From an optimization exercise on the open Yosys and OpenROAD flow, aimed at small area and a short achievable clock period; shortcuts taken in it are not production practice. The RTL was checked by simulation tests, not by an equivalence proof against the original design. No activity file was given, so power comes from the tool's default toggle rates.

Setup of job 101:
Design ylb_fpu, start of the top module:
module ylb_fpu (
    input             clk,
    input             rst_n,
    input             in_valid,
    input      [3:0]  in_fn,
    input      [31:0] in_a,
    input      [31:0] in_b,
    input      [31:0] in_c,
    output            out_valid,
    output            out_wr,
    output            out_fl,
    output     [31:0] out_res,
    output     [3:0]  out_flags
);
Size: about 6000 cells after synthesis, ~140 I/O pins.
clock: 12.0 ns
lec_check: 0
cap_margin: 20
core_margin: 2
core_utilization: 45
setup_slack_margin: 5
slew_margin: 20
tns_end_percent: 5
run.sh (not shown) runs the stock make flow with config.mk's settings and CLKGATE_MAP_FILE= SYNTH_SCRIPT=/design/flow/synth_recipe.tcl, a recipe that flattens the netlist after the stock synthesis.
--- input diff job 101..job 102 ---
diff --git a/flow/design.v b/flow/design.v
--- a/flow/design.v
+++ b/flow/design.v
@@ -106,59 +106,46 @@
     wire       yh0 = is_add | b_hid;
     wire [7:0] ze0 = is_add ? in_b[30:23] : is_mul ? 8'd0 : in_c[30:23];
     wire       zh0 = is_add ? b_hid : ~is_mul & c_hid;
     wire signed [11:0] dxy  = {4'b0, in_a[30:23]} + {4'b0, ye0} - {4'b0, ze0} - 12'sd100 +
                               {11'b0, ~a_hid} + {11'b0, ~yh0} - {11'b0, ~zh0};
     wire signed [11:0] dti  = 12'sd158 - {4'b0, in_a[30:23]} - {11'b0, ~a_hid};
     wire               anch = ~is_arith | a_zero | (~is_add & b_zero) | (dxy <= 0);
     wire signed [11:0] sh   = is_ftoi ? dti : anch ? 12'sd0 : dxy;
     wire [6:0]         sh7  = (sh[11] ? 7'd0 : (|sh[10:7]) ? 7'd127 : sh[6:0]);
-    wire       is_fma = (in_fn == FMA) || (in_fn == FMS);
-    wire [23:0] zm0 = is_add  ? {b_hid, in_b[22:0]} :
-                      is_fma  ? {c_hid, in_c[22:0]} :
-                      is_ftoi ? {a_hid, in_a[22:0]} : 24'b0;
-    reg  [6:0] zthr0;
-    integer k;
-    always @* begin
-        zthr0 = 7'd127;
-        for (k = 23; k >= 0; k = k - 1)
-            if (zm0[k]) zthr0 = 7'd52 + k[6:0];
-    end
     reg sub0;
     always @* begin
         case (in_fn)
             FADD:    sub0 = in_a[31] ^ in_b[31];
             FSUB:    sub0 = ~(in_a[31] ^ in_b[31]);
             FMUL:    sub0 = ~(in_a[31] ^ in_b[31]);
             FMA:     sub0 = in_a[31] ^ in_b[31] ^ in_c[31];
             FMS:     sub0 = ~(in_a[31] ^ in_b[31] ^ in_c[31]);
             default: sub0 = 1'b0;
         endcase
     end
     reg         v1, arith1, cvt1, ftoi1, wr1, anch1, sub1;
-    reg [6:0]   zthr1;
     reg [6:0]   sh1;
     reg [31:0]  x1, y1, z1;
     reg         xh1, yh1, zh1;
     reg [3:0]   flags1;
     always @(posedge clk) begin
         if (!rst_n)
             v1 <= 1'b0;
         else
             v1 <= in_valid;
         arith1 <= is_arith;
         cvt1   <= is_cvt;
         ftoi1  <= is_ftoi;
         wr1    <= (in_fn != FCMP);
         anch1  <= anch;
         sub1   <= sub0;
         sh1    <= sh7;
-        zthr1  <= zthr0;
         x1     <= x;
         y1     <= y;
         z1     <= z;
         xh1    <= |x[30:23];
         yh1    <= |y[30:23];
         zh1    <= z_hid;
         flags1 <= cmp_flags;
     end
     wire       xs = x1[31], ys = y1[31], zs = z1[31];
@@ -173,32 +160,38 @@
     wire x_max = &xe, y_max = &ye, z_max = &ze;
     wire x_fz = ~|x1[22:0], y_fz = ~|y1[22:0], z_fz = ~|z1[22:0];
     wire x_nan = x_max & ~x_fz, y_nan = y_max & ~y_fz, z_nan = z_max & ~z_fz;
     wire x_inf = x_max & x_fz,  y_inf = y_max & y_fz,  z_inf = z_max & z_fz;
     wire x_zero = ~xh & x_fz, y_zero = ~yh & y_fz, z_zero = ~zh & z_fz;
     wire p_zero = x_zero | y_zero;
     wire p_inf  = x_inf | y_inf;
     wire sp  = arith1 ? (xs ^ ys) : cvt1 ? 1'b0 : zs;
     wire sub = sub1;
-    integer i;
     reg  [76:0]        zsh;
     always @* begin
         zsh = {sub, zm ^ {24{sub}}, {52{sub}}};
         if (sh1[0]) zsh = {{ 1{sub}}, zsh[76:1]};
         if (sh1[1]) zsh = {{ 2{sub}}, zsh[76:2]};
         if (sh1[2]) zsh = {{ 4{sub}}, zsh[76:4]};
         if (sh1[3]) zsh = {{ 8{sub}}, zsh[76:8]};
         if (sh1[4]) zsh = {{16{sub}}, zsh[76:16]};
         if (sh1[5]) zsh = {{32{sub}}, zsh[76:32]};
         if (sh1[6]) zsh = {{64{sub}}, zsh[76:64]};
     end
+    reg                zst;
+    integer i;
+    always @* begin
+        zst = 1'b0;
+        for (i = 0; i < 24; i = i + 1)
+            if (sh1 > 7'd52 + i) zst = zst | zm[i];
+    end
     wire [8:0] pl = ftoi1 ? 9'd0 : cvt1 ? 9'd189 : anch1 ? ({1'b0, zE} - 9'd1) : ({1'b0, xE} + {1'b0, yE} - 9'd101);
-    wire [77:0] zin  = cvt1 ? {y1[31], y1, z1, 13'b0} : {sub, sub, zsh[75:0], (sh1 > zthr1) ^ sub};
+    wire [77:0] zin  = cvt1 ? {y1[31], y1, z1, 13'b0} : {sub, sub, zsh[75:0], zst ^ sub};
     wire [77:0] tsum;
     mac_tree u_mac (.mx(xm), .my(ym), .zin(zin), .cin(sub), .t(tsum));
     wire spec_nan = ~cvt1 & (x_nan | y_nan | z_nan | (p_inf & p_zero) | (p_inf & z_inf & (zs != sp)));
     wire spec_inf = ~cvt1 & (ftoi1 ? (zE >= 8'd158) : (p_inf | z_inf));
     wire inf_sgn  = p_inf ? sp : zs;
     wire zero_sgn = ~cvt1 & p_zero & z_zero & sp & zs;
     reg         v2, wr2, ftoi2, sp2, nan2, inf2, isg2, zsg2;
     reg [77:0]  t2;
     reg [8:0]   pl2;
==> run notes <==
Job 102: PASS, flow complete, no timing, DRC or antenna violations
Job 102 -> job 101: final sum of negative setup slack delta 0, exact match
Job 102 -> job 101: reported clock group power flat
In job 102 relative to job 101, wire length after detailed routing had gone up by a few percent.
Diff job 102..job 101 | horizontal die dimension | negligible
Compared to job 101, job 102 has fmax about 5% lower.
Reported for job 101 and job 102, number of H-tree branching levels turned out identical to the last digit.

==> afterwards: timing with drivers on the ports <==
No port has a modelled driver above. Below, the same layouts with a new extraction and two added sets of constraints. Step 1: set_driving_cell puts a clkbuf_16 on clk and a buf_2 on each other input, an assumption about the parent block. Step 2, shift: input delay + t, output delay - t, t = (earliest + latest rising clock arrival at the registers) / 2. This alone moves slack from input paths to output paths. Three values: ideal, step 1, step 2; two values: the first two.
run	shift t [ns]	setup slack, ns	slew at the worst register clock pin (ns)
job 101	0.647	4.730 / 4.730 / 4.328	0.09 / 0.09
job 102	0.665	4.326 / 4.326 / 4.148	0.07 / 0.07
After both steps setup and hold are still met in every run listed. For job 101, which loses most, drivers alone change the setup slack by 0.000 ns; drivers and shift together by -0.402 ns.
